Context: an optimization exercise on an open-source flow, tuned for small area, a short achievable clock period and few clock cycles per item. The choices shown serve that exercise and are no tape-out recipe.
RTL that was checked went through simulation tests only; none was proved equivalent to the original.
Function not checked in runs 1 and 4 to 6: the RTL went through the layout flow alone.

==> flow/run.sh <==
#!/bin/bash
# synth_recipe.tcl (not shown) runs the flow's synth.tcl, then flattens the netlist and writes it again
# the make line also repeats each setting of config.mk as NAME=value (left out here)
make -C /OpenROAD-flow-scripts/flow DESIGN_CONFIG=/design/flow/config.mk WORK_HOME=/design/flow/orfs CLKGATE_MAP_FILE= SYNTH_SCRIPT=/design/flow/synth_recipe.tcl finish
==> flow/design.v <==
module brimet_divsqrt #(
    parameter integer K = 2                  
) (
    input  wire        clk,
    input  wire        rst,
    input  wire        in_valid,
    output wire        in_ready,
    input  wire [7:0]  in_op,
    input  wire [31:0] in_a,
    input  wire [7:0]  in_aq,
    input  wire [31:0] in_b,
    input  wire [7:0]  in_bq,
    output reg         out_valid,
    output wire [31:0] out_val,
    output reg  [7:0]  out_q
);
    localparam integer NC = (26 + K - 1) / K;    
    localparam integer NQ = NC * K;              
    localparam integer CW = 4;
    localparam [1:0] S_LOAD = 2'd0, S_RUN = 2'd1, S_FIN = 2'd2;
    reg  [1:0]    state;
    reg  [CW-1:0] cnt;
    reg  [25:0]   W;       
    reg  [25:0]   X;       
    reg  [NQ-1:0] Q;       
    reg  [9:0]    E;       
    reg           sq;      
    reg           ev;      
    reg           fa_ez, fa_eo, fb_ez, fb_eo, fb_mnz, f_sign, f_selb;
    wire run   = (state == S_RUN);
    wire fin   = (state == S_FIN);
    wire load  = (state == S_LOAD);
    wire first = run && (cnt == {CW{1'b0}});
    assign in_ready = fin;
    assign out_val  = {E[8:0], Q[22:0]};
    reg  [25:0] H;
    integer hk;
    always @* begin
        for (hk = 0; hk < 26; hk = hk + 1)
            H[hk] = sq && (((24 - hk) % K) == 0 ? (!ev && cnt == (24 - hk) / K) : 1'b0)
                  || sq && (((25 - hk) % K) == 0 ? ( ev && cnt == (25 - hk) / K) : 1'b0);
    end
    wire [26:0] Hw = {1'b0, H};
    reg  [25:0]   R   [0:K];
    reg  [K-1:0]  qb;
    reg  [26:0]   A, T, U;
    reg  [27:0]   D;
    reg  [25:0]   Xn;
    integer s, i;
    always @* begin
        R[0] = W;
        U = {1'b0, X & ~H};                
        for (s = 0; s < K; s = s + 1) begin
            A = {R[s], 1'b0};
            T = U | (Hw >> s);
            D = {1'b0, A} - {1'b0, T};
            qb[K-1-s] = ~D[27];
            R[s+1] = D[27] ? A[25:0] : D[25:0];
            U = U | ({27{~D[27]}} & ({Hw[25:0], 1'b0} >> s));
        end
        Xn = U[25:0] | (H >> K);
    end
    wire [9:0] e_div = {2'b00, E[7:0]} - {2'b00, Q[NQ-1 -: 8]} + 10'd127;
    wire [9:0] e_sq_sum = {2'b00, E[7:0]} + 10'd127 + {9'd0, ~E[0]};
    wire [9:0] e_sq  = {1'b0, e_sq_sum[9:1]};
    wire         q0 = Q[NQ-1];
    wire [NQ:0]  Qs = q0 ? {Q, 1'b0} : {Q[NQ-2:0], 2'b00};
    wire [25:0]  nv = Qs[NQ -: 26];
    wire         st = (W != 26'd0) | ((NQ > 26) ? (|Qs[NQ-26:0]) : 1'b0);
    wire signed [9:0] te = q0 ? E : E - 10'd1;
    wire [23:0]  m24 = nv[25:2];
    wire         i24 = nv[1] & (nv[0] | st | m24[0]);
    wire [24:0]  r25 = {1'b0, m24} + {24'd0, i24};
    wire signed [9:0] fe = te + {9'd0, r25[24]};
    wire         t_norm = (te >= 10'sd1);
    wire         t_up   = (te == 10'sd0) && (&m24);
    wire         r_bad  = t_norm && (fe >= 10'sd255);
    wire sp_bad  = sq ? (~fa_ez & (fa_eo | f_sign)) : (fa_eo | fb_ez | (fb_eo & fb_mnz));
    wire sp_zero = sq ? fa_ez : (fa_ez | (fb_eo & ~fb_mnz));
    wire bad     = sp_bad | (~sp_zero & r_bad);
    reg  [31:0] res;
    always @* begin
        if (bad)
            res = 32'h7FC0_0000;
        else if (sp_zero || !(t_norm || t_up))
            res = {f_sign, 31'd0};
        else if (t_norm)
            res = {f_sign, fe[7:0], r25[22:0]};
        else
            res = {f_sign, 8'd1, 23'd0};
    end
    wire [1:0] ca = {in_aq[7] & in_aq[6], in_aq[6]};
    wire [1:0] cb = {in_bq[7] & in_bq[6], in_bq[6]};
    always @(posedge clk) begin
        fa_ez  <= (in_a[30:23] == 8'h00);
        fa_eo  <= (in_a[30:23] == 8'hFF);
        fb_ez  <= (in_b[30:23] == 8'h00);
        fb_eo  <= (in_b[30:23] == 8'hFF);
        fb_mnz <= (in_b[22:0] != 23'd0);
        f_sign <= in_a[31] ^ (in_b[31] & ~in_op[0]);
        f_selb <= ~in_op[0] & (cb < ca);
        if (!load)
            out_q <= bad ? 8'h03 : (f_selb ? in_bq : in_aq);
    end
    always @(posedge clk) begin
        if (rst) begin
            state     <= S_LOAD;
            out_valid <= 1'b0;
        end else begin
            out_valid <= fin & in_valid;
            case (state)
                S_LOAD: if (in_valid) state <= S_RUN;
                S_RUN:  if (cnt == NC - 1) state <= S_FIN;
                default: state <= S_LOAD;
            endcase
        end
    end
    always @(posedge clk) begin
        cnt <= run ? cnt + {{(CW-1){1'b0}}, 1'b1} : {CW{1'b0}};
        if (load) begin
            sq <= in_op[0];
            ev <= in_op[0] & ~in_a[23];
            W  <= {2'b00, 1'b1, in_a[22:0]};
            X  <= {in_op[0] & ~in_a[23], ~(in_op[0] & ~in_a[23]), in_b[22:0] & {23{~in_op[0]}}, 1'b0};
            Q  <= {in_b[30:23], {(NQ-8){1'b0}}};
            E  <= {2'b00, in_a[30:23]};
        end else if (fin) begin
            Q[22:0] <= res[22:0];
            E[8:0]  <= res[31:23];
        end else begin
            W <= R[K];
            X <= Xn;
            Q <= {Q[NQ-K-1:0], qb};
            if (first)
                E <= sq ? e_sq : e_div;
        end
    end
endmodule
==> flow/config.mk <==
export PLATFORM = sky130hd
export DESIGN_NAME = brimet_divsqrt
export DESIGN_NICKNAME = brimet_divsqrt
export VERILOG_FILES = /design/flow/design.v
export SDC_FILE = /design/flow/constraint.sdc
export NUM_CORES = 4
export LEC_CHECK = 0
export CAP_MARGIN = 20
export CORE_MARGIN = 2
export CORE_UTILIZATION = 40
export SLEW_MARGIN = 20
==> flow/constraint.sdc <==
create_clock -name core_clock -period 15.0 [get_ports {clk}]
set_input_delay 3.0000 -clock core_clock [delete_from_list [all_inputs] [get_ports {clk}]]
set_output_delay 3.0000 -clock core_clock [all_outputs]
set_load 0.01 [all_outputs]
==> results of run 1 <==
final cells by class:
type / instances / share of cell area, %
clock buffers: 9 / 1.779
clock inverters: 7 / 0.6821
inverters: 47 / 1.394
multi-input cells: 1144 / 58.93
flip-flops and latches: 112 / 23.18
well taps: 372 / 3.677
repair buffers: 133 / 10.36
placed cells by master, fill, tap and decap left out, types with 16 or more instances in the layout:
cell and instances:
sky130_fd_sc_hd__nand2_1 158, sky130_fd_sc_hd__nor2_1 157, sky130_fd_sc_hd__clkdlybuf4s50_1 125, sky130_fd_sc_hd__o21ai_0 95, sky130_fd_sc_hd__a21oi_1 87, sky130_fd_sc_hd__edfxtp_1 69
sky130_fd_sc_hd__ha_1 69, sky130_fd_sc_hd__xnor2_1 51, sky130_fd_sc_hd__inv_1 47, sky130_fd_sc_hd__a221oi_1 46, sky130_fd_sc_hd__dfxtp_1 42, sky130_fd_sc_hd__nand3_1 38
sky130_fd_sc_hd__xor2_1 32, sky130_fd_sc_hd__a21o_1 30, sky130_fd_sc_hd__nor3_1 29, sky130_fd_sc_hd__mux2i_1 29, sky130_fd_sc_hd__a22o_1 28, sky130_fd_sc_hd__a31oi_1 23
sky130_fd_sc_hd__nor2b_1 19, sky130_fd_sc_hd__nor4_1 16, sky130_fd_sc_hd__nand4_1 16
kinds of logic (layout without fill, tap and decap cells):
| group | Yosys count | after routing | share of synthesized area (%) |
|---|---|---|---|
| buf+inv | 155 | 196 | 6.474 |
| compound gates | 430 | 430 | 26.49 |
| mux | 36 | 36 | 3.327 |
| fa+ha+maj | 72 | 72 | 8.324 |
| xor+xnor | 84 | 84 | 6.756 |
| flops | 112 | 112 | 26.44 |
| simple gates | 522 | 522 | 22.19 |
flip-flops by register name, indices dropped and copies added (netlist names), 2 cells and up:
signal / count
Q: 26
W: 26
X: 26
E: 10
out_q: 8
cnt: 4
state: 2
through the flow:
stage | utilization, % | area [um^2]
final | 46.70 | 12660
after global routing | 46.70 | 12660
after CTS | 46.70 | 12660
after detailed placement | 45.55 | 12350
after global placement | 45.55 | 12350
after floorplan | - | 11090
worst max path at each step:
stage	cells after the start	endpoint	startpoint
after global routing	27	X[22]	sq
after detailed placement	27	X[23]	sq
after floorplan	31	X[23]	cnt[0]
after CTS	27	X[23]	sq
after global placement	27	W[24]	sq
final	27	X[23]	sq
worst max-delay path, cell delays in order (launching register included):
cell and delay (ns):
sky130_fd_sc_hd__edfxtp_1 0.92, sky130_fd_sc_hd__and4_1 0.44, sky130_fd_sc_hd__and2_1 0.27, sky130_fd_sc_hd__or2_2 0.17, sky130_fd_sc_hd__inv_1 0.04, sky130_fd_sc_hd__ha_1 0.28, sky130_fd_sc_hd__nand3b_1 0.08, sky130_fd_sc_hd__o211a_1 0.28
sky130_fd_sc_hd__a211oi_1 0.42, sky130_fd_sc_hd__o211ai_1 0.25, sky130_fd_sc_hd__and2_1 0.26, sky130_fd_sc_hd__a21oi_4 0.12, sky130_fd_sc_hd__buf_4 0.38, sky130_fd_sc_hd__buf_4 0.58, sky130_fd_sc_hd__a21oi_1 0.14, sky130_fd_sc_hd__o21ai_0 0.31
sky130_fd_sc_hd__inv_1 0.09, sky130_fd_sc_hd__ha_1 0.29, sky130_fd_sc_hd__nor2b_1 0.13, sky130_fd_sc_hd__mux2i_1 0.25, sky130_fd_sc_hd__a21oi_1 0.20, sky130_fd_sc_hd__a21oi_1 0.52, sky130_fd_sc_hd__o221a_2 0.39, sky130_fd_sc_hd__nand2_1 0.07
sky130_fd_sc_hd__a21oi_1 0.47, sky130_fd_sc_hd__or2_2 0.94, sky130_fd_sc_hd__o21ai_0 0.20, sky130_fd_sc_hd__a22o_1 0.28
layer usage:
metal | GRT usage (%) | vias to the layer above | routed length (um)
li1 | - | 5272 | -
met1 | 31.15 | 5034 | 15450
met2 | 40.26 | 348 | 16260
met3 | 2.892 | 43 | 1883
met4 | 6.206 | 0 | 708
met5 | 0 | - | 0
==> notes.md, run 1 <==
The synthesis warning total came out at 2. The number of cell rows is 60. The clock drives 112 sinks. The maximum clock path buffer count came out at 2. After the flow finishes, the layout carries non-filler instances totaling 1824.

Across the run, the number of max-cap violations was 0. The CTS H-tree depth came out at 3. For the worst setup path, the data required time is 15.13 ns. The maximum number of pins on one net before global-route repair came out at 70. The worst register-to-register path ends at X[23]. The min-delay analysis places its worst path in the category flop to flop.

The average detailed-routed wire length per instance came out at 18.81 um. The clock latency of the later-clocked register in the worst-skew pair is 0.38 ns. The slew at the pin closest to its max-slew limit is 1.080 ns. The achievable clock frequency is 110.5 MHz.

In the routed layout, each cell is associated on average with a via count of 5.865. The top cell type by total area after synthesis is sky130_fd_sc_hd__edfxtp_1. The first-pass GRT wire length is 53.86 mm. Setup repair after global routing left no endpoint under its margin. The footprint of the flip-flops and latches is 2934 um^2. The final clock period utilization by the worst path came out at 60.35%. The count of antenna-violating nets left after detailed routing came out at 0. The post-synthesis instance total came out at 1411. Each instance of the synthesized netlist takes up on average 7.862 um^2. The post-synthesis sequential area ratio is 26.44%.

The element type at the critical path end is a flop. The total I/O pin count is 133. The core footprint is 27100 um^2. The width of the die came out at 170.5 um. The number of flops mapped to enable cells by yosys is 69.

The number of buffers added on ports is 125. Among all flip-flop cells after synthesis, the most frequent one is sky130_fd_sc_hd__edfxtp_1. The worst setup path is launched from a flop. The count of distinct cell types in the synthesized netlist came out at 75. In this run the clock root is driven by a sky130_fd_sc_hd__clkbuf_16. The minimum hold slack came out at 0.4907 ns. The number of endpoints with negative hold slack in the final report came to 0. The total number of nets in the final design came out at 1610. The wire length after detailed routing is 34.30 mm.

The number of cells after detailed placement came out at 1808. The number of nets in the synthesized netlist is 1574. Along the worst path, the maximum fanout reaches 60. The total track usage came out at 23.46%.

The commonest cells after synthesis are 158 x sky130_fd_sc_hd__nand2_1, 158 x sky130_fd_sc_hd__nor2_1, 95 x sky130_fd_sc_hd__o21ai_0, 88 x sky130_fd_sc_hd__a21oi_1. The post-route netlist has 4.201% of its cells at a drive strength greater than 1. The total of hold buffers inserted after clock tree synthesis came out at 0. The via count of the first global-routing pass is 10020. The share of async-settable or async-resettable flops after synthesis is 0%. The number of antenna violations at the first check in global routing is 0. The minimum setup slack in the final design is 5.948 ns.

The number of setup violations in the final report is 0. The arrival time of data at the critical path endpoint came out at 9.18 ns. The first detailed-routing pass ran for 5 iterations. The number of CTS-inserted buffers came out at 9. The max-slew violation count came out at 0. Fill cells in the final layout number 2754. The CTS clock-pin slew for the worst setup and hold paths came out at 0.09 ns.

The worst max-slew margin expressed relative to the limit is 27.99%. The flow ran to the end and the layout has no timing, DRC or antenna violations. The post-synthesis register bit count is 112. For this configuration, the core starts out at a cell density of 40.93%.

The startpoint identified for the worst hold timing path is cnt[0]. The final setup TNS came out at 0 ns. The initial detailed-routing violation count is 912. The area of the mapped netlist came out at 11090 um^2. The end point of the worst hold path is cnt[0]. The area used by multi-input combinational logic came out at 7458 um^2. The depth of the worst hold-timing path is 1.

The total congestion overflow came out at 0. Routability-driven placement finished with a final weighted congestion of 0.9354. By area the synthesized netlist is led by sky130_fd_sc_hd__edfxtp_1 19%, sky130_fd_sc_hd__ha_1 7.8%, sky130_fd_sc_hd__dfxtp_1 7.8%.

After detailed routing, the number of remaining DRC violations is 0. The setup fix buffers added after clock tree synthesis is 0. The setup path with the least slack is of type flop to flop.

The worst reg-to-reg path cell count is 27. The vertical extent of the die is 170.5 um. The smallest clock period supported by the final layout is computed as 9.052 ns. Across all layers, the routed design uses 10700 vias. The startpoint identified for the worst register-to-register timing path is sq. Prior to clock tree synthesis, the placed netlist has a worst setup slack of 6.032 ns. Compared with the post-synthesis result, the final layout area differs by 14.10%. The reg-to-reg setup timing slack came out at 5.95 ns. The die covers 29080 um^2.

The fraction of post-synthesis cell area in the top cell type by area is 18.68%. The number of gates resized after cts came out at 0. The diode insertion count for antenna repair is 0. Once detailed placement completed, the half-perimeter wirelength came to 25.54 mm. For the final database, setup skew stands at 0.01537 ns. The CTS tree is yes.
==> inputs of run 2 (changes only) <==
--- a/flow/design.v
+++ b/flow/design.v
@@ -33,13 +33,8 @@
     wire first = run && (cnt == {CW{1'b0}});
     assign in_ready = fin;
     assign out_val  = {E[8:0], Q[22:0]};
-    reg  [25:0] H;
-    integer hk;
-    always @* begin
-        for (hk = 0; hk < 26; hk = hk + 1)
-            H[hk] = sq && (((24 - hk) % K) == 0 ? (!ev && cnt == (24 - hk) / K) : 1'b0)
-                  || sq && (((25 - hk) % K) == 0 ? ( ev && cnt == (25 - hk) / K) : 1'b0);
-    end
+    wire [5:0]  p0 = 6'd24 + {5'd0, ev} - K * cnt;
+    wire [25:0] H  = sq ? (26'd1 << p0) : 26'd0;
     wire [26:0] Hw = {1'b0, H};
     reg  [25:0]   R   [0:K];
     reg  [K-1:0]  qb;
==> run 2 against run 1 <==
Still clean. First-iteration DRC count increased by 0.77%. Clock-buffer cell count unchanged. Global-route usage increased by 1.1 points. Critical path depth increased by 2. Sequential share of layout area increased by 0.064 points. Non-clock buffer count increased by 8. Sequential cell count unchanged. Critical path type unchanged.
==> notes.md, run 2 <==
In the final layout, the registers with the most flip-flops are Q: 26 flops, W: 26 flops, X: 26 flops. STA classifies the critical path endpoint as a flop. The CTS H-tree depth came out at 3. At the pin with the least slew margin, the transition time is 0.9878 ns.

The top cell type by total area after synthesis is sky130_fd_sc_hd__edfxtp_1. The most frequent cell on the critical path is sky130_fd_sc_hd__nor2_1. Setup violations remaining at the end of the flow were counted as 0. At the worst endpoint, the arrival time is 9.83 ns. The maximum net fanout on the critical path came out at 44. The library cell used most frequently in the layout, excluding fill and tap cells, is sky130_fd_sc_hd__nand2_1. The average detailed-routed wire length per instance came out at 20.03 um. Setup repair after global routing left no endpoint under its margin. The startpoint class of the critical path is a flop.

The core footprint came out at 26950 um^2. In this run, synthesis inferred 69 flip-flops with an integrated enable. The count of distinct cell types in the synthesized netlist is 87. The post-route netlist has 5.137% of its cells at a drive strength greater than 1.

Global routing used 24.56% of the available tracks across all layers. The number of buffers added on ports came out at 125. The total of hold buffers inserted after clock tree synthesis is 0. The max-slew violation count was 0. Derived from the worst setup path, the maximum achievable clock frequency is 103.9 MHz. The diode insertion count for antenna repair is 0.

The total congestion overflow is 0. The number of cell rows came out at 60. The width of the die came out at 169.9 um. The post-route minimum period came out at 9.621 ns.

Once placement finished, the instance area stood at 12310 um^2. The average via count per standard cell came out at 5.981. TritonCTS created 9 clock buffers. For hold timing, the worst endpoint is X[0]. The multi-input combinational cells in the finished layout cover a total of 7392 um^2. The number of max-cap violations is 0. The post-synthesis instance total is 1399. From bottom edge to top edge, the die measures 169.9 um. The end-of-flow core utilization came out at 46.83%.

The number of antenna violations at the first check in global routing is 2. The slowest stage cell on the critical path is sky130_fd_sc_hd__a221oi_1. The number of gates resized after cts is 0. The synthesis warning total came out at 2. The run finished with no timing, DRC or antenna violations. Including well taps, the total number of placed cells is 1785.

The total number of nets in the final design is 1616. For this run, the slowest stage of the critical path takes 0.72 ns. In this run the post-CTS setup repair buffer count came out at 0. The first-pass detailed-route iteration total is 5. The most instantiated flip-flop cell in the synthesis netlist is sky130_fd_sc_hd__edfxtp_1.

The die covers 28850 um^2. After layout, the worst path uses 64.14% of the clock period. Routability-driven placement finished with a final weighted congestion of 0.9188. The maximum number of pins on one net before global-route repair came out at 58.

The endpoint of the worst-slack reg-to-reg timing path is X[21]. Ranked by instance count, the synthesized netlist is headed by 160 x sky130_fd_sc_hd__nand2_1, 142 x sky130_fd_sc_hd__nor2_1, 94 x sky130_fd_sc_hd__a21oi_1, 69 x sky130_fd_sc_hd__edfxtp_1, 67 x sky130_fd_sc_hd__ha_1. The depth of the worst hold-timing path is 2. The minimum hold slack came out at 0.5220 ns.

The CTS clock-pin slew for the worst setup and hold paths came out at 0.09 ns. The footprint of the flip-flops and latches is 2934 um^2. Summed over its instances, the top area cell type makes up 18.83% of the synthesized netlist area. The starting density of the core came out at 40.83%.

The post-synthesis average cell area came out at 7.866 um^2. The most used standard cell by instance count after synthesis is sky130_fd_sc_hd__nand2_1. The layout overhead on the synthesized area is 14.70%. The via count of the first global-routing pass is 10020. The maximum clock path buffer count is 2. The clock skew after layout is 0.01854 ns. Detailed routing inserted a total of 10770 vias.

In this run the critical register-to-register path is launched from cnt[0]. The reg-to-reg setup timing slack came out at 5.38 ns. The share of async-settable or async-resettable flops after synthesis came out at 0%.

For the final routed database, the setup TNS stands at 0 ns. After filler insertion, the fill cell instance count of the layout stands at 2665. After legalization and detailed placement, the total HPWL measured 27.24 mm. The worst reg-to-reg path cell count came out at 29. The final layout contains routed wiring with a total length of 36.08 mm. The number of endpoints with negative hold slack in the final report is 0. The worst max-slew margin expressed relative to the limit is 33.92%. Yosys attributes the largest share of cell area to sky130_fd_sc_hd__edfxtp_1 19%, sky130_fd_sc_hd__dfxtp_1 7.8%, sky130_fd_sc_hd__ha_1 7.6%. The worst setup path is of the flop to flop kind.

TritonCTS built the clock tree. Summing every instance area after synthesis gives 11000 um^2. In this run the clock root is driven by a sky130_fd_sc_hd__clkbuf_16. The DRC violation count after routing came out at 0. The worst hold path belongs to the class flop to flop. The clock latency of the later-clocked register in the worst-skew pair came out at 0.38 ns. After the first detailed-routing iteration, the DRC count stood at 919. The cell area after layout is 12620 um^2.

The worst path required time came out at 15.21 ns. The total I/O pin count is 133. The post-synthesis register bit count is 112. The synthesized net count came out at 1560. The count of nets left with antenna violations once routing finished came out at 0. The clock sink count came out at 112. The start point of the worst hold path is X[0]. The first-pass GRT wire length came out at 55.52 mm. The top cell types in the final layout, fill and taps aside, are 159 x sky130_fd_sc_hd__nand2_1, 141 x sky130_fd_sc_hd__nor2_1, 125 x sky130_fd_sc_hd__clkdlybuf4s50_1. The post-synthesis sequential area ratio is 26.65%. The final cell count without fillers is 1801.
run 2: changes by cell type after synthesis, moves of 8 or more:
cell	before	now
sky130_fd_sc_hd__a221oi_1	46	8
sky130_fd_sc_hd__o21ai_1	0	37
sky130_fd_sc_hd__o21ai_0	95	59
sky130_fd_sc_hd__a22o_1	28	12
sky130_fd_sc_hd__nor2_1	158	142
sky130_fd_sc_hd__clkbuf_1	54	41
sky130_fd_sc_hd__a221o_1	0	12
sky130_fd_sc_hd__o22ai_1	3	15
sky130_fd_sc_hd__a22oi_1	5	16
sky130_fd_sc_hd__mux2i_1	29	19
sky130_fd_sc_hd__xor2_1	32	41
sky130_fd_sc_hd__a31oi_1	23	15
sky130_fd_sc_hd__buf_2	6	14
run 2: layout make-up:
type,count,area share (%)
clock buffers,9,1.784
clock inverters,7,0.6443
inverters,51,1.517
multi-input cells,1140,58.56
flip-flops and latches,112,23.25
well taps,341,3.380
repair buffers,141,10.86
run 2: through the flow:
stage / setup WS (ns)
2_1_floorplan: 8.188
3_3_place_gp: 5.709
3_5_place_dp: 5.699
4_1_cts: 5.604
5_1_grt: 4.675
6_report: 5.379
run 2: worst max path at each step:
stage | to | cells past startpoint | startpoint
2_1_floorplan | W[10] | 32 | cnt[0]
3_3_place_gp | X[21] | 29 | cnt[0]
3_5_place_dp | X[21] | 29 | cnt[0]
4_1_cts | X[21] | 29 | cnt[0]
5_1_grt | X[21] | 29 | cnt[0]
6_report | X[21] | 29 | cnt[0]
run 2: kinds of logic after synthesis:
kind of cell	share of synthesized area (%)
buffers and inverters	6.333
flip-flops	26.65
AO/OA/AOI/OAI	25.83
XOR/XNOR	7.152
AND/OR/NAND/NOR	22.71
multiplexers	3.161
adder cells (fa/ha/maj)	8.164
run 2: critical path, delay by kind of cell, from the launching register on:
kind | cells | cell delay, ns
AOI/OAI and AO/OA | 12 | 3.76
and+or+nand+nor | 10 | 2.78
adders and majority gates | 3 | 1.34
buffers and inverters | 4 | 1.22
DFF | 1 | 0.32
run 2: layer usage:
metal,routed length [um],global-route usage (%),vias to the layer above
met5,28,0,-
met4,1123,8.733,4
met3,2433,3.419,62
met2,16230,39.36,393
met1,16260,33.84,5037
li1,-,-,5276
Testbench counts of run 2, summed over its fixed seeds: cycles 120,000, ops 8,000.
==> inputs of run 3 (changes only) <==
--- a/flow/design.v
+++ b/flow/design.v
@@ -1,5 +1,5 @@
 module brimet_divsqrt #(
-    parameter integer K = 2                  
+    parameter integer K = 3                  
 ) (
     input  wire        clk,
     input  wire        rst,
==> run 3 against run 2 <==
Still clean. Clock-buffer cell count rose by 11. Worst setup slack worse by 4.0 ns. Sequential cell count rose by 1. Synthesized cell count increased by 22%. Wire length increased by 25%. Clock skew shrank 0.0044 ns. Critical path depth up 17. Via count increased by 23%.
==> notes.md, run 3 <==
Once the clock tree was built, the resizer swapped 0 gates to a different size. In this run the vertical extent of the chip is 184.7 um. The final layout contains 1968 nets. The post-synthesis average cell area is 7.626 um^2.

The worst max-slew margin expressed relative to the limit came out at 25.85%. The starting density of the core is 40.35%. After synthesis, the netlist uses 86 different library cells. The type of the most critical hold path is flop to flop.

The routed design could run at a clock period as short as 13.63 ns. The max-slew violation count is 0. The number of endpoints with negative hold slack in the final report is 0. The fraction of post-synthesis cell area in the top cell type by area came out at 16.09%. The core footprint is 32370 um^2. The largest registers in the layout are Q: 27 flops, W: 26 flops, X: 26 flops. The total number of vias is 13300. The simple-gate portion of the synthesized area is 23.28%.

The multiplexer fraction of the synthesized cell area is 4.464%. The initial detailed-routing violation count came out at 1288. The post-synthesis register bit count is 113. The register with the most flip-flops in the layout has 27 of them. The worst path required time came out at 15.15 ns. The count of nets left with antenna violations once routing finished came out at 0. Along the worst path, the maximum fanout reaches 35. The number of flops mapped to enable cells by yosys came out at 70.

The final clock period utilization by the worst path came out at 90.87%. The HPWL after detailed placement came out at 34.96 mm. The wire length after detailed routing came out at 45.27 mm. The top register by number of flip-flops is Q.

The achievable clock frequency came out at 73.37 MHz. The element type at the critical path end is a flop. The number of buffers added on ports came out at 125. The die area came out at 34120 um^2. At the pin with the least slew margin, the transition time is 1.112 ns. The number of setup violations in the final report is 0. The DRC violation count after routing is 0. Among all cell types in the netlist, the one instantiated most often is sky130_fd_sc_hd__nor2_1. The clock sink count is 113.

In this design, the stage delay of the slowest critical-path cell is 0.92 ns. During I/O placement, the number of pins put on the boundary was 133. The CTS tree is yes.

Of all cell types, the one taking the most synthesized area is sky130_fd_sc_hd__edfxtp_1. The total track usage is 26.44%. The number of cell rows is 66.

In the layout the commonest cells are 219 x sky130_fd_sc_hd__nor2_1, 216 x sky130_fd_sc_hd__nand2_1, 125 x sky130_fd_sc_hd__clkdlybuf4s50_1. After synthesis, the largest family of logic cells by area is compound AO/OA/AOI/OAI gates. The tree is rooted in a sky130_fd_sc_hd__clkbuf_16.

The post-synthesis instance total came out at 1713. The total of hold buffers inserted after clock tree synthesis is 0. Cells with a size suffix above 1 make up 6.510% of the layout. The cell area that synthesis handed to floorplanning was 13060 um^2.

The CTS clock-pin slew for the worst setup and hold paths is 0.06 ns. The worst path meets setup with 1.370 ns of slack.

The compound-cell area share of the yosys netlist came out at 25.00%. The maximum clock path buffer count is 2. The number of antenna violations at the first check in global routing is 0. Relative to the synthesized area, the layout overhead comes to 14.96%. The average via count per standard cell is 5.979. The average detailed-routed wire length per instance came out at 20.36 um. The maximum number of pins on one net before global-route repair is 60. Setup repair after global routing left no endpoint under its margin. The final setup TNS came out at 0 ns. The most used flip-flop cell after synthesis is sky130_fd_sc_hd__edfxtp_1. The repair_antennas step left the layout with diodes totalling 0. The worst slack at placement is 1.804 ns. In the post-synthesis netlist, the biggest area contributors are sky130_fd_sc_hd__edfxtp_1 16%, sky130_fd_sc_hd__ha_1 9.9%, sky130_fd_sc_hd__dfxtp_1 6.6%. The adder and majority cell fraction of the synthesized area came out at 10.63%. Once the clock tree was built, the setup fixing pass inserted 0 buffers. The congestion estimate from routability-driven global placement came to 0.9769. The number of buffer and inverter stages on the critical path came out at 5.

The via count of the first global-routing pass is 12680. The share of async-settable or async-resettable flops after synthesis came out at 0%. The width of the die came out at 184.7 um. The total congestion overflow came out at 0. The most frequent cell on the critical path is sky130_fd_sc_hd__a21o_1.

On the critical path, the stage with the largest delay is an instance of sky130_fd_sc_hd__a21o_1. The first detailed-routing pass took 6 iterations. The clock arrives with 0.01414 ns of skew. The synthesis warning total came out at 2. The CTS H-tree depth is 4.

The clock latency of the later-clocked register in the worst-skew pair came out at 0.44 ns. The critical path is of the flop to flop type. The first-pass GRT wire length is 69.90 mm. The synthesized net count came out at 1912. The post-synthesis sequential area ratio came out at 22.68%.

The run finished with no timing, DRC or antenna violations. The xor/xnor share of the synthesized area is 7.912%. The arrival time of data at the critical path endpoint came out at 13.78 ns.

The number of max-cap violations is 0. The number of CTS-inserted buffers came out at 17. The kind of cell with the highest combined delay on the critical path is compound AO/OA/AOI/OAI gates. After synthesis, the most frequently instantiated cells are 219 x sky130_fd_sc_hd__nor2_1, 218 x sky130_fd_sc_hd__nand2_1, 112 x sky130_fd_sc_hd__a21oi_1, 103 x sky130_fd_sc_hd__ha_1, 83 x sky130_fd_sc_hd__o21ai_0. STA classifies the critical path startpoint as a flop.

Leaving out fill and tap cells, the most frequent cell in the layout is sky130_fd_sc_hd__nor2_1.
[run 3: kinds of logic (layout without fill, tap and decap cells)]
kind of cell | after synthesis | after routing
compound gates | 492 | 492
mux | 53 | 53
buf+inv | 161 | 230
fa+ha+maj | 108 | 108
flops | 113 | 113
simple gates | 668 | 668
xor+xnor | 118 | 118
[run 3: cell type report]
class | count | area, um^2
inverter | 56 | 210.2
tap | 442 | 553.0
multi-input combinational | 1439 | 9328
clock inverter | 12 | 93.84
sequential | 113 | 2964
fill | 3267 | 17350
clock buffer | 20 | 489.2
timing repair buffer | 142 | 1379
[run 3: layer usage]
metal	up-vias	GRT usage [%]	share of wire (%)
met5	-	0	0
met4	0	9.937	3.3
met3	89	3.359	7.3
met2	549	43.19	46
met1	6281	35.62	44
li1	6378	-	-
[run 3: worst paths after layout]
check | startpoint | endpoint | slack [ns] | cells past startpoint
max | cnt[0] | W[14] | 1.37 | 46
min | cnt[0] | cnt[0] | 0.49 | 1
max reg2reg | cnt[0] | W[14] | 1.37 | 46
min reg2reg | cnt[0] | cnt[0] | 0.49 | 1
[run 3: through the flow]
| stage | hold WS (ns) | util (%) | instance area [um^2] | cells |
|---|---|---|---|---|
| 2_1_floorplan | 0.4445 | - | 13060 | 1713 |
| 3_5_place_dp | 0.4828 | 44.59 | 14430 | 2192 |
| 3_3_place_gp | 0.4672 | 44.59 | 14430 | 2192 |
| 5_1_grt | 0.5151 | 46.39 | 15020 | 2224 |
| 4_1_cts | 0.4957 | 46.39 | 15020 | 2224 |
| 6_report | 0.4888 | 46.39 | 15020 | 2224 |
Testbench counts of run 3, summed over its fixed seeds: cycles 88,000, ops 8,000.
==> inputs of run 4 (changes only) <==
==> flow/design.v (replaced) <==
module brimet_divsqrt (
    input  wire        clk,
    input  wire        rst,
    input  wire        in_valid,
    output wire        in_ready,
    input  wire [7:0]  in_op,
    input  wire [31:0] in_a,
    input  wire [7:0]  in_aq,
    input  wire [31:0] in_b,
    input  wire [7:0]  in_bq,
    output reg         out_valid,
    output wire [31:0] out_val,
    output reg  [7:0]  out_q
);
    localparam [1:0] S_LOAD = 2'd0, S_RUN = 2'd1, S_FIN = 2'd2;
    reg  [1:0]  state;
    reg  [4:0]  cnt;
    reg  [25:0] W;       
    reg  [25:0] X;       
    reg  [25:0] Q;       
    reg  [9:0]  E;       
    reg         sq;      
    reg         ev;      
    reg         fa_ez, fa_eo, fb_ez, fb_eo, fb_mnz, f_sign, f_selb;
    wire run   = (state == S_RUN);
    wire fin   = (state == S_FIN);
    wire load  = (state == S_LOAD);
    wire first = (cnt == 5'd0);
    assign in_ready = fin;
    assign out_val  = {E[8:0], Q[22:0]};
    reg  [25:0] H;
    integer hk;
    always @* begin
        for (hk = 0; hk < 26; hk = hk + 1)
            H[hk] = sq && (ev ? (cnt == 25 - hk) : (hk <= 24 && cnt == 24 - hk));
    end
    wire [26:0] A  = {W, 1'b0};
    wire [27:0] D  = {1'b0, A} - {2'b00, X};
    wire        qb = ~D[27];
    wire [25:0] Wn = qb ? D[25:0] : A[25:0];
    wire [25:0] Xn = (X & ~H) | ({H[24:0], 1'b0} & {26{qb}}) | {1'b0, H[25:1]};
    wire [8:0] e_s  = {1'b0, E[7:0]} + {1'b0, ~Q[25:18]};           
    wire [9:0] e_div = {1'b0, e_s} - 10'd128;
    wire [9:0] e_sq  = {2'b00, E[7], ~E[7], E[6:1]};                  
    wire        late = ~Q[25];
    wire signed [9:0] te = E - {9'd0, late};
    wire        st  = (W != 26'd0);
    wire        inc = Q[0] & (st | Q[1]);
    wire [30:0] rs  = {te[7:0], Q[23:1]} + {30'd0, inc};
    wire        t_norm = (te >= 10'sd1);
    wire        t_up   = (te == 10'sd0) && (&Q[24:1]);
    wire        r_bad  = t_norm && ((te >= 10'sd255) || (rs[30:23] == 8'hFF));
    wire sp_bad  = sq ? (~fa_ez & (fa_eo | f_sign)) : (fa_eo | fb_ez | (fb_eo & fb_mnz));
    wire sp_zero = sq ? fa_ez : (fa_ez | (fb_eo & ~fb_mnz));
    wire bad     = sp_bad | (~sp_zero & r_bad);
    reg  [31:0] res;
    always @* begin
        if (bad)
            res = 32'h7FC0_0000;
        else if (sp_zero || !(t_norm || t_up))
            res = {f_sign, 31'd0};
        else if (t_norm)
            res = {f_sign, rs};
        else
            res = {f_sign, 8'd1, 23'd0};
    end
    wire [1:0] ca = {in_aq[7] & in_aq[6], in_aq[6]};
    wire [1:0] cb = {in_bq[7] & in_bq[6], in_bq[6]};
    always @(posedge clk) begin
        fa_ez  <= (in_a[30:23] == 8'h00);
        fa_eo  <= (in_a[30:23] == 8'hFF);
        fb_ez  <= (in_b[30:23] == 8'h00);
        fb_eo  <= (in_b[30:23] == 8'hFF);
        fb_mnz <= (in_b[22:0] != 23'd0);
        f_sign <= in_a[31] ^ (in_b[31] & ~in_op[0]);
        f_selb <= ~in_op[0] & (cb < ca);
        if (!load)
            out_q <= bad ? 8'h03 : (f_selb ? in_bq : in_aq);
    end
    always @(posedge clk) begin
        if (rst) begin
            state     <= S_LOAD;
            out_valid <= 1'b0;
        end else begin
            out_valid <= fin & in_valid;
            case (state)
                S_LOAD: if (in_valid) state <= S_RUN;
                S_RUN:  if (cnt == 5'd25 || (cnt == 5'd24 && Q[23])) state <= S_FIN;
                default: state <= S_LOAD;
            endcase
        end
    end
    always @(posedge clk) begin
        cnt <= run ? cnt + 5'd1 : 5'd0;
        W   <= load ? {2'b00, 1'b1, in_a[22:0]} : Wn;
        X   <= load ? {in_op[0] & ~in_a[23], ~(in_op[0] & ~in_a[23]),
                       in_b[22:0] & {23{~in_op[0]}}, 1'b0}
                    : Xn;
        if (load) begin
            sq <= in_op[0];
            ev <= in_op[0] & ~in_a[23];
            Q  <= {in_b[30:23], 17'd0, 1'b1};
            E  <= {2'b00, in_a[30:23]};
        end else if (fin) begin
            Q[22:0] <= res[22:0];
            E[8:0]  <= res[31:23];
        end else begin
            Q <= {Q[24:0], qb};
            if (first)
                E <= sq ? e_sq : e_div;
        end
    end
endmodule
==> run 4 against run 3 <==
Core utilization is 3.7 points higher. Register-to-register slack better by 9.8 ns. Sequential cell count stayed put. Largest cell class unchanged. Critical path depth is 43 lower.
==> notes.md, run 4 <==
Static timing analysis puts the maximum clock frequency at 197.1 MHz. In the layout the commonest cells are 125 x sky130_fd_sc_hd__clkdlybuf4s50_1, 108 x sky130_fd_sc_hd__nand2_1, 92 x sky130_fd_sc_hd__dfxtp_1. The worst setup path is launched from a flop. The count of filler cells inserted in the layout came out at 1884. The DRC violation count after routing is 0.

The largest registers in the layout are Q: 26 flops, W: 26 flops, X: 26 flops. The average via count per standard cell came out at 5.507. The number of flops mapped to enable cells by yosys is 21. The worst max-slew margin expressed relative to the limit came out at 33.04%. Of all nets on the critical path, the largest fanout is 9. The CTS tree is yes. The average detailed-routed wire length per instance is 16.80 um. The number of nets in the synthesized netlist is 1142. The cell area after layout is 9743 um^2.

The synthesis warning total came out at 1. Setup violations remaining at the end of the flow were counted as 0. The diode insertion count for antenna repair is 0. The max-slew violation count came out at 0.

The number of endpoints with negative hold slack in the final report is 0. The post-route minimum period came out at 5.073 ns. The via count of the first global-routing pass came out at 7008. The maximum number of pins on one net before global-route repair came out at 93. The width of the die came out at 144.6 um.

The CTS H-tree depth is 4. The worst path required time is 12.00 ns. The clock skew after layout is 0.009980 ns. For this block, the initial DRC count from the detailed router was 458.

Across all layers, the routed design uses 7434 vias. The post-synthesis instance total came out at 999. The clock sink count came out at 113. The later pin in the worst-skew pair is clocked with a latency of 0.43 ns.

Yosys attributes the largest share of cell area to sky130_fd_sc_hd__dfxtp_1 23%, sky130_fd_sc_hd__edfxtp_1 8.0%, sky130_fd_sc_hd__ha_1 7.9%. Sequential elements use 31.25% of the synthesized area. The vertical extent of the die came out at 144.6 um.

The layout overhead on the synthesized area is 23.15%. The number of CTS-inserted buffers is 17. Adding up every negative setup slack in the final design gives 0 ns. The first-pass GRT wire length is 36.49 mm. The maximum clock path buffer count is 2.

The met2 usage in global routing came out at 36.14%. Setup repair after global routing left no endpoint under its margin. Across the run, the number of max-cap violations was 0. Global routing used 22.38% of the available tracks. The area of the mapped netlist is 7911 um^2. After layout, the worst path uses 33.82% of the clock period. The starting density of the core is 40.65%. The total congestion overflow is 0. By count the netlist is led by 108 x sky130_fd_sc_hd__nand2_1, 92 x sky130_fd_sc_hd__dfxtp_1, 91 x sky130_fd_sc_hd__a21oi_1, 77 x sky130_fd_sc_hd__nor2_1, 59 x sky130_fd_sc_hd__inv_1. Global routing consumed, on the met1 layer, 30.33% of the routing resources. The total I/O pin count is 133.

After synthesis, the largest family of logic cells by area is simple AND/OR/NAND/NOR gates. The layer flagged by global routing as most heavily used is met2. The wire length after detailed routing came out at 22.68 mm.

The number of antenna violations at the first check in global routing is 0. STA puts the critical path data arrival time at 2.07 ns. Global routing used 4.106% of the available met3 tracks. The count of buffers added on input and output ports is 125. Synthesis inferred 113 register bits. The flow ran to the end and the layout has no timing, DRC or antenna violations. The instance area after placement came out at 9138 um^2. The simple-gate portion of the synthesized area is 21.64%. STA classifies the critical path endpoint as an output port.

The buffer type at the clock tree root is sky130_fd_sc_hd__clkbuf_16. The share of async-settable or async-resettable flops after synthesis is 0%. After clock tree synthesis, the repair step resized 0 gates. The worst setup path is of the flop to output port kind. The count of antenna-violating nets left after detailed routing came out at 0.

The fraction of layout instances using a drive strength above 1 is 4.700%. The core footprint came out at 19460 um^2. The count of distinct cell types in the synthesized netlist is 66. The longest individual stage delay on the worst path came out at 0.56 ns. The top cell type by total area after synthesis is sky130_fd_sc_hd__dfxtp_1.

The synthesized netlist devotes 6.753% of its cell area to XOR and XNOR gates. The setup fix buffers added after clock tree synthesis is 0. In this run the mean area of a mapped cell was 7.919 um^2. The adder and majority cell fraction of the synthesized area is 8.414%. The number of cell rows is 51. The HPWL after detailed placement is 16.65 mm. The signal on the critical path passes through nand2b_1, inv_1, clkdlybuf4s50_1. The compound-cell area share of the yosys netlist came out at 21.57%. The congestion estimate from routability-driven global placement came to 0.9079. The total of hold buffers inserted after clock tree synthesis came out at 0.

The most used standard cell by instance count after synthesis is sky130_fd_sc_hd__nand2_1. The most instantiated flip-flop cell in the synthesis netlist is sky130_fd_sc_hd__dfxtp_1. The multiplexer fraction of the synthesized cell area is 2.230%. The slowest stage of the critical path belongs to the cell sky130_fd_sc_hd__dfxtp_1. The reg-to-reg setup timing slack came out at 11.15 ns. The total number of nets in the final design is 1215. After clock tree synthesis, the clock-pin slew on the worst setup and hold paths is 0.06 ns.

The first-pass detailed-route iteration total is 5. The fraction of post-synthesis cell area in the top cell type by area is 23.28%. The die area is 20920 um^2. The library cell used most frequently in the layout, excluding fill and tap cells, is sky130_fd_sc_hd__clkdlybuf4s50_1. The slew at the pin closest to its max-slew limit is 1.004 ns.

The worst hold path belongs to the class flop to flop.
run 4: metrics by stage:
step,cells,setup slack (ns),util [%],hold WS [ns]
global placement,1318,10.41,46.95,0.4614
CTS,1350,9.932,50.06,0.4775
detailed placement,1318,10.39,46.95,0.4666
floorplan,999,11.12,-,0.4284
finish,1350,9.927,50.06,0.4764
global route,1350,9.808,50.06,0.5001
run 4: critical path, delay by kind of cell (launching register included):
kind                   cells  cell delay, ns
DFF                        1            0.56
buffers and inverters      2            0.77
and+or+nand+nor            1            0.31
run 4: final timing paths:
kind | from | endpoint | depth (start not counted)
max reg2reg | E[4] | Q[3] | 10
min reg2reg | f_sign | E[8] | 2
min | f_sign | E[8] | 2
max | state[1] | in_ready | 3
run 4: cell families (layout without fill, tap and decap cells):
logic type,Yosys count,after routing
and+or+nand+nor,347,347
AOI/OAI and AO/OA,272,272
buffers and inverters,137,223
DFF,113,113
xor gates and xnor gates,61,61
adders and majority gates,52,52
muxes,17,17
run 4: per-layer routing:
metal  wire (um)  vias up  share of wire (%)
met4         345        0                1.5
met3        1180       29                5.2
met5           0        -                  0
met1       10580     3499                 47
li1            -     3694                  -
met2       10580      212                 47
run 4: cell type report:
cell class	count	area, um^2	area share (%)
inverter	59	221.5	2.273
clock buffer	21	471.7	4.841
tap	265	331.6	3.403
multi-input combinational	749	4808	49.35
timing repair buffer	132	1304	13.38
sequential	113	2472	25.38
clock inverter	11	133.9	1.374
==> inputs of run 5 (changes only) <==
--- a/flow/config.mk
+++ b/flow/config.mk
@@ -5,6 +5,7 @@
 export SDC_FILE = /design/flow/constraint.sdc
 export NUM_CORES = 4
 export LEC_CHECK = 0
+export ABC_CLOCK_PERIOD_IN_PS = 3000
 export CAP_MARGIN = 20
 export CORE_MARGIN = 2
 export CORE_UTILIZATION = 40
==> run 5 against run 4 <==
Still clean on timing, DRC and antenna. Global-route usage did not move. Sequential cell count is the same. Worst setup slack is the same. Highest routed layer unchanged.
==> notes.md, run 5 <==
The worst path required time came out at 12.00 ns. From left edge to right edge, the die measures 144.6 um. The number of setup violations in the final report came out at 0. In the synthesized netlist the dominant register cell turns out to be sky130_fd_sc_hd__dfxtp_1.

In this run the critical register-to-register path is launched from E[4]. The H-tree was split into 4 levels. The total number of nets in the final design came out at 1215. The clock net in this run drives a total of 113 sinks.

The clock passes through at most 2 buffers. The worst register-to-register path has a depth of 10. The average detailed-routed wire length per instance is 16.80 um. Synthesis inferred 113 register bits.

The worst register-to-register path ends at Q[3]. Leaving out fill and tap cells, the most frequent cell in the layout is sky130_fd_sc_hd__clkdlybuf4s50_1. The total track usage is 22.38%. The post-synthesis average cell area came out at 7.919 um^2.

The count of distinct cell types in the synthesized netlist came out at 66. The final RePlAce weighted congestion is 0.9079. The via count of the first global-routing pass is 7008. After layout, the worst path uses 33.82% of the clock period. Once the clock tree was built, the resizer swapped 0 gates to a different size. The worst setup path is of the flop to output port kind. The initial detailed-routing violation count came out at 458. The number of buffers added on ports came out at 125. The starting density of the core is 40.65%.

The share of async-settable or async-resettable flops after synthesis came out at 0%. In this run the worst path has a maximum fanout of 9. The count of antenna-violating nets left after detailed routing came out at 0. The top cell type by total area after synthesis is sky130_fd_sc_hd__dfxtp_1. TritonCTS built the clock tree. Wires add up to 22.68 mm.

The region available for standard cell placement spans 19460 um^2. The maximum number of pins on one net before global-route repair came out at 93. Counting the buffers created by CTS gives 17. Static timing analysis puts the maximum clock frequency at 197.1 MHz. The vertical extent of the die came out at 144.6 um. Registers take 2472 um^2.

In the post-synthesis netlist, the biggest area contributors are sky130_fd_sc_hd__dfxtp_1 23%, sky130_fd_sc_hd__edfxtp_1 8.0%, sky130_fd_sc_hd__ha_1 7.9%. The number of flops mapped to enable cells by yosys came out at 21. STA classifies the critical path endpoint as an output port. The clock skew after layout is 0.009980 ns.

The clock latency of the later-clocked register in the worst-skew pair came out at 0.43 ns. The HPWL after detailed placement came out at 16.65 mm. The post-synthesis sequential area ratio is 31.25%.

The layout overhead on the synthesized area came out at 23.15%. Setup repair after global routing left no endpoint under its margin. The total of hold buffers inserted after clock tree synthesis came out at 0. The fraction of layout instances using a drive strength above 1 came out at 4.700%.

The reg-to-reg setup timing slack came out at 11.15 ns. The fraction of post-synthesis cell area in the top cell type by area came out at 23.28%. The capture point of the worst path is in_ready. The synthesis warning total came out at 1.

The CTS clock-pin slew for the worst setup and hold paths is 0.06 ns. In this run the worst setup path begins at state[1]. The flow ran to the end and the layout has no timing, DRC or antenna violations.

The final setup TNS came out at 0 ns. The diode insertion count for antenna repair came out at 0. The first-pass detailed-route iteration total came out at 5. The slew at the pin closest to its max-slew limit came out at 1.004 ns. In the layout the commonest cells are 125 x sky130_fd_sc_hd__clkdlybuf4s50_1, 108 x sky130_fd_sc_hd__nand2_1, 92 x sky130_fd_sc_hd__dfxtp_1. The number of antenna violations at the first check in global routing is 0. Among all cell types in the netlist, the one instantiated most often is sky130_fd_sc_hd__nand2_1. The die covers 20920 um^2. The largest registers in the layout are Q: 26 flops, W: 26 flops, X: 26 flops. The post-route minimum period came out at 5.073 ns. The cell sitting at the root of the clock tree is a sky130_fd_sc_hd__clkbuf_16.

The number of endpoints with negative hold slack in the final report is 0. The first global-routing pass estimated 36.49 mm of wire. The area of the mapped netlist came out at 7911 um^2. The area used by multi-input combinational logic came out at 4808 um^2. By count the netlist is led by 108 x sky130_fd_sc_hd__nand2_1, 92 x sky130_fd_sc_hd__dfxtp_1, 91 x sky130_fd_sc_hd__a21oi_1, 77 x sky130_fd_sc_hd__nor2_1, 59 x sky130_fd_sc_hd__inv_1. The total number of vias is 7434. The max-slew violation count is 0. The average via count per standard cell came out at 5.507. The startpoint class of the critical path is a flop. The worst max-slew margin expressed relative to the limit is 33.04%. The DRC violation count after routing came out at 0. The total I/O pin count is 133. The tool flagged a number of max-cap violations equal to 0. Global routing finished with a remaining overflow of 0. The number of cell rows is 51. The count of filler cells inserted in the layout came out at 1884. The arrival time of data at the critical path endpoint came out at 2.07 ns.

The synthesized net count is 1142. In this run the worst hold path is classified as flop to flop. Synthesis produced a netlist whose cell count is 999. The setup fix buffers added after clock tree synthesis came out at 0.
-- run 5: how the worst min path moves through the flow --
| stage | from | to | slack, ns | cells after the start |
|---|---|---|---|---|
| global route | f_sign | E[8] | 0.50 | 2 |
| global placement | cnt[0] | cnt[0] | 0.46 | 1 |
| CTS | f_sign | E[8] | 0.48 | 2 |
| floorplan | f_sign | E[8] | 0.43 | 2 |
| finish | f_sign | E[8] | 0.48 | 2 |
| detailed placement | cnt[0] | cnt[0] | 0.47 | 1 |
-- run 5: metrics by stage --
step / cells / util, % / area [um^2] / hold slack [ns] / setup slack [ns]
after floorplan: 999 / - / 7911 / 0.4284 / 11.12
after global placement: 1318 / 46.95 / 9138 / 0.4614 / 10.41
after detailed placement: 1318 / 46.95 / 9138 / 0.4666 / 10.39
after CTS: 1350 / 50.06 / 9743 / 0.4775 / 9.932
after global routing: 1350 / 50.06 / 9743 / 0.5001 / 9.808
final: 1350 / 50.06 / 9743 / 0.4764 / 9.927
-- run 5: cells by family (layout without fill, tap and decap cells) --
logic type,Yosys count,in the layout,synth area share [%]
mux,17,17,2.230
flops,113,113,31.25
compound gates,272,272,21.57
xor+xnor,61,61,6.753
fa+ha+maj,52,52,8.414
buf+inv,137,223,8.145
simple gates,347,347,21.64
-- run 5: layer usage --
metal	GRT usage, %	wire length [um]	part of all wire [%]	up-vias
met5	0	0	0	-
met4	7.052	345	1.5	0
met3	4.106	1180	5.2	29
met2	36.14	10580	47	212
met1	30.33	10580	47	3499
li1	-	-	-	3694
-- run 5: final cells by class --
type	count	area share [%]
Tap cell	265	3.403
Clock buffer	21	4.841
Inverter	59	2.273
Multi-Input combinational cell	749	49.35
Sequential cell	113	25.38
Timing Repair Buffer	132	13.38
Clock inverter	11	1.374
-- run 5: worst max-delay path, cell delays in order, from the launching register on --
cell	delay, ns
sky130_fd_sc_hd__dfxtp_1	0.56
sky130_fd_sc_hd__nand2b_1	0.31
sky130_fd_sc_hd__inv_1	0.21
sky130_fd_sc_hd__clkdlybuf4s50_1	0.56
==> inputs of run 6 (changes only) <==
--- a/flow/design.v
+++ b/flow/design.v
@@ -10,10 +10,10 @@
     input  wire [7:0]  in_bq,
     output reg         out_valid,
     output wire [31:0] out_val,
-    output reg  [7:0]  out_q
+    output wire [7:0]  out_q
 );
-    localparam [1:0] S_LOAD = 2'd0, S_RUN = 2'd1, S_FIN = 2'd2;
-    reg  [1:0]  state;
+    reg         run;     
+    reg         fin;     
     reg  [4:0]  cnt;
     reg  [25:0] W;       
     reg  [25:0] X;       
@@ -21,13 +21,13 @@
     reg  [9:0]  E;       
     reg         sq;      
     reg         ev;      
-    reg         fa_ez, fa_eo, fb_ez, fb_eo, fb_mnz, f_sign, f_selb;
-    wire run   = (state == S_RUN);
-    wire fin   = (state == S_FIN);
-    wire load  = (state == S_LOAD);
+    reg         fa_ez, fa_eo, fb_ez, fb_eo, f_sign, f_selb;
+    wire        fb_mnz = (X[23:1] != 23'd0);    
+    wire load  = ~run & ~fin;
     wire first = (cnt == 5'd0);
     assign in_ready = fin;
     assign out_val  = {E[8:0], Q[22:0]};
+    assign out_q    = X[7:0];
     reg  [25:0] H;
     integer hk;
     always @* begin
@@ -71,31 +71,30 @@
         fa_eo  <= (in_a[30:23] == 8'hFF);
         fb_ez  <= (in_b[30:23] == 8'h00);
         fb_eo  <= (in_b[30:23] == 8'hFF);
-        fb_mnz <= (in_b[22:0] != 23'd0);
         f_sign <= in_a[31] ^ (in_b[31] & ~in_op[0]);
         f_selb <= ~in_op[0] & (cb < ca);
-        if (!load)
-            out_q <= bad ? 8'h03 : (f_selb ? in_bq : in_aq);
     end
     always @(posedge clk) begin
         if (rst) begin
-            state     <= S_LOAD;
+            run       <= 1'b0;
+            fin       <= 1'b0;
             out_valid <= 1'b0;
         end else begin
             out_valid <= fin & in_valid;
-            case (state)
-                S_LOAD: if (in_valid) state <= S_RUN;
-                S_RUN:  if (cnt == 5'd25 || (cnt == 5'd24 && Q[23])) state <= S_FIN;
-                default: state <= S_LOAD;
-            endcase
+            fin       <= run & (cnt == 5'd25 || (cnt == 5'd24 && Q[23]));
+            run       <= run ? ~(cnt == 5'd25 || (cnt == 5'd24 && Q[23])) : (load & in_valid);
         end
     end
     always @(posedge clk) begin
         cnt <= run ? cnt + 5'd1 : 5'd0;
         W   <= load ? {2'b00, 1'b1, in_a[22:0]} : Wn;
-        X   <= load ? {in_op[0] & ~in_a[23], ~(in_op[0] & ~in_a[23]),
-                       in_b[22:0] & {23{~in_op[0]}}, 1'b0}
-                    : Xn;
+        if (load)
+            X <= {in_op[0] & ~in_a[23], ~(in_op[0] & ~in_a[23]),
+                  in_b[22:0] & {23{~in_op[0]}}, 1'b0};
+        else if (fin)
+            X <= {Xn[25:8], bad ? 8'h03 : (f_selb ? in_bq : in_aq)};
+        else
+            X <= Xn;
         if (load) begin
             sq <= in_op[0];
             ev <= in_op[0] & ~in_a[23];
--- a/flow/config.mk
+++ b/flow/config.mk
@@ -5,7 +5,6 @@
 export SDC_FILE = /design/flow/constraint.sdc
 export NUM_CORES = 4
 export LEC_CHECK = 0
-export ABC_CLOCK_PERIOD_IN_PS = 3000
 export CAP_MARGIN = 20
 export CORE_MARGIN = 2
 export CORE_UTILIZATION = 40
==> run 6 against run 5 <==
Still clean on timing, DRC and antenna. Sequential cell count decreased by 9. Worst setup slack better by 0.34 ns. Core utilization decreased by 2.2 points. Final area increased by 0.14%. Die area up 5.6%. Wire length up 13%. Critical endpoint is now out_val[26].
==> notes.md, run 6 <==
The worst setup path is launched from a flop. 133 I/O pins were placed. The synthesis warning total came out at 1. For the pin with the worst max-slew slack, the measured transition is 1.123 ns.

The largest registers in the layout are Q: 26 flops, W: 26 flops, X: 26 flops. Walking the worst path, the cells encountered are clkdlybuf4s50_1. The area of the mapped netlist is 8368 um^2.

By count the netlist is led by 114 x sky130_fd_sc_hd__nand2_1, 91 x sky130_fd_sc_hd__dfxtp_1, 70 x sky130_fd_sc_hd__inv_1, 68 x sky130_fd_sc_hd__nor2_1, 62 x sky130_fd_sc_hd__o21ai_0. Setup violations remaining at the end of the flow were counted as 0. By area the synthesized netlist is led by sky130_fd_sc_hd__dfxtp_1 22%, sky130_fd_sc_hd__ha_1 7.5%, sky130_fd_sc_hd__nand2_1 5.1%. The maximum number of pins on one net before global-route repair came out at 56. The starting density of the core is 41.09%. Among cell families on the critical path, the largest total delay comes from flip-flops.

Among all stages on the critical path, the largest delay is contributed by sky130_fd_sc_hd__edfxtp_1. The worst max-slew margin expressed relative to the limit is 24.33%. The total number of nets in the final design is 1268.

The class of the most critical setup path is flop to output port. The layout has 2049 filler cells. Data on the critical path is required at its endpoint by 12.00 ns. STA classifies the critical path endpoint as an output port. The number of cell rows is 52. The longest individual stage delay on the worst path is 0.73 ns. The CTS clock-pin slew for the worst setup and hold paths came out at 0.08 ns. In the layout the commonest cells are 125 x sky130_fd_sc_hd__clkdlybuf4s50_1, 114 x sky130_fd_sc_hd__nand2_1, 91 x sky130_fd_sc_hd__dfxtp_1.

The run finished with no timing, DRC or antenna violations. Setup total negative slack on the finished layout was measured at 0 ns. Timing would allow up to 211.2 MHz. The fraction of layout instances using a drive strength above 1 came out at 5.221%.

For this run, asynchronously set or reset flops after synthesis account for 0%. The most used standard cell by instance count after synthesis is sky130_fd_sc_hd__nand2_1. Before CTS, the worst setup slack after placement is 10.08 ns. The clock passes through at most 2 buffers. The max-slew violation count is 0. The CTS tree is yes. The arrival time of data at the critical path endpoint came out at 1.74 ns.

The total track usage came out at 23.25%. Among all flip-flop cells after synthesis, the most frequent one is sky130_fd_sc_hd__dfxtp_1. The total congestion overflow is 0. The die area is 22090 um^2. Across the run, the number of max-cap violations was 0. The final RePlAce weighted congestion is 0.9241.

The post-synthesis register bit count is 104. The number of gates resized after cts is 0. The commonest non-fill, non-tap cell in the layout is sky130_fd_sc_hd__clkdlybuf4s50_1.

The detailed router finished its first iteration with 708 violations. The count of distinct cell types in the synthesized netlist is 84. The maximum net fanout on the critical path is 17. The width of the die is 148.6 um. Setup repair after global routing left no endpoint under its margin.

The later pin in the worst-skew pair is clocked with a latency of 0.37 ns. The fraction of post-synthesis cell area in the top cell type by area came out at 21.77%. The via count of the first global-routing pass is 7404. The wire length after detailed routing came out at 25.68 mm. The largest total area in the synthesized netlist belongs to sky130_fd_sc_hd__dfxtp_1. The number of endpoints with negative hold slack in the final report is 0. The post-synthesis average cell area came out at 7.734 um^2. The clock skew after layout is 0.02473 ns.

The setup fix buffers added after clock tree synthesis is 0. The number of CTS-inserted buffers came out at 9. In the routed design, unresolved DRC markers number 0. The post-synthesis instance total is 1082. The final clock period utilization by the worst path came out at 31.57%. Detailed placement ended at an HPWL of 19.49 mm. The number of nets handed over by synthesis was 1225. The first-pass detailed-route iteration total came out at 5. The number of flops mapped to enable cells by yosys came out at 13.

The vertical extent of the die came out at 148.6 um. The minimum setup slack in the final design came out at 10.26 ns. The first-pass GRT wire length came out at 40.52 mm. The core footprint is 20360 um^2.

The post-synthesis sequential area ratio is 26.44%. The CTS H-tree depth is 3. The clock sink count is 104. The number of buffers added on ports came out at 125. The total of hold buffers inserted after clock tree synthesis came out at 0. The total number of vias is 8068. After detailed routing, the average wire length per cell comes to 18.34 um. The number of buffer and inverter stages on the critical path came out at 1. The number of antenna violations at the first check in global routing is 0. The detail route stage leaves a number of antenna-violating nets equal to 0. The diode insertion count for antenna repair came out at 0. The path class of the tightest hold or removal check is flop to flop. In this run the clock root is driven by a sky130_fd_sc_hd__clkbuf_16. Compared with the post-synthesis result, the final layout area differs by 16.60%. The average via count per standard cell is 5.763. The post-route minimum period came out at 4.736 ns.
-- run 6: area by class of cell --
class                           instances  area (um^2)  area share, %
Clock inverter                          7        78.83         0.8079
Timing Repair Buffer                  131         1296          13.29
Inverter                               71        266.5          2.731
Multi-Input combinational cell        808         5340          54.73
Clock buffer                            9        225.2          2.308
Tap cell                              270        337.8          3.462
Sequential cell                       104         2212          22.67
-- run 6: worst min-delay path: cells and delay by family (launching register included) --
family	cells	cell delay, ns
compound gates	1	0.07
simple gates	1	0.06
flops	1	0.34
-- run 6: cells by family after synthesis --
logic type | count (synthesis) | share of synthesized area [%]
flops | 104 | 26.44
fa+ha+maj | 52 | 7.955
compound gates | 276 | 22.32
xor+xnor | 55 | 5.757
mux | 24 | 3.005
buf+inv | 170 | 9.749
simple gates | 401 | 24.78
-- run 6: worst paths after layout --
path | startpoint | end | slack (ns) | cells after the start
min | W[4] | W[5] | 0.50 | 2
max | E[3] | out_val[26] | 10.26 | 1
max reg2reg | E[0] | E[5] | 10.86 | 11
min reg2reg | W[4] | W[5] | 0.50 | 2
-- run 6: per-stage QoR --
step	cells	cell area [um^2]	utilization [%]	hold WS (ns)
after floorplan	1082	8368	-	0.4502
after global placement	1384	9453	46.42	0.4805
after detailed placement	1384	9453	46.42	0.4791
after CTS	1400	9757	47.91	0.5011
after global routing	1400	9757	47.91	0.5210
final	1400	9757	47.91	0.4952
-- run 6: metal layers --
layer / up-vias / part of all wire (%) / track usage [%]
li1: 3964 / - / -
met2: 306 / 42 / 34.19
met1: 3770 / 49 / 35.18
met5: - / 0 / 0
met3: 28 / 7.1 / 3.804
met4: 0 / 1.7 / 5.762

## static timing again, ports no longer ideal
No port has a modelled driver above. Below, the same layouts with a new extraction and two added sets of constraints. Step 1, drivers: a clkbuf_16 drives clk and a buf_2 each remaining input, both assumed. Step 2 times the ports against the registers' clock, not the clock port: input delays grow and output delays shrink by t, the midpoint of the rising clock arrivals with the driver on. Three values: no drivers, after step 1, after step 2; two values: the first two.
run | t, ns | setup slack, ns | worst slew at a driven data input, ns | pins driven straight from the clock port
run 1 | 0.418 | 5.948 / 5.948 / 5.948 | 0.05 | 1
run 2 | 0.421 | 5.379 / 5.379 / 5.379 | 0.07 | 1
run 3 | 0.478 | 1.370 / 1.370 / 1.370 | 0.08 | 1
run 4 | 0.465 | 9.927 / 9.885 / 10.350 | 0.07 | 1
run 5 | 0.465 | 9.927 / 9.885 / 10.350 | 0.07 | 1
run 6 | 0.410 | 10.264 / 10.215 / 10.152 | 0.05 | 1
After both steps setup and hold are still met in every run listed. The setup slack of run 6, which loses most, moves by -0.049 ns with the drivers and by -0.112 ns with both steps.
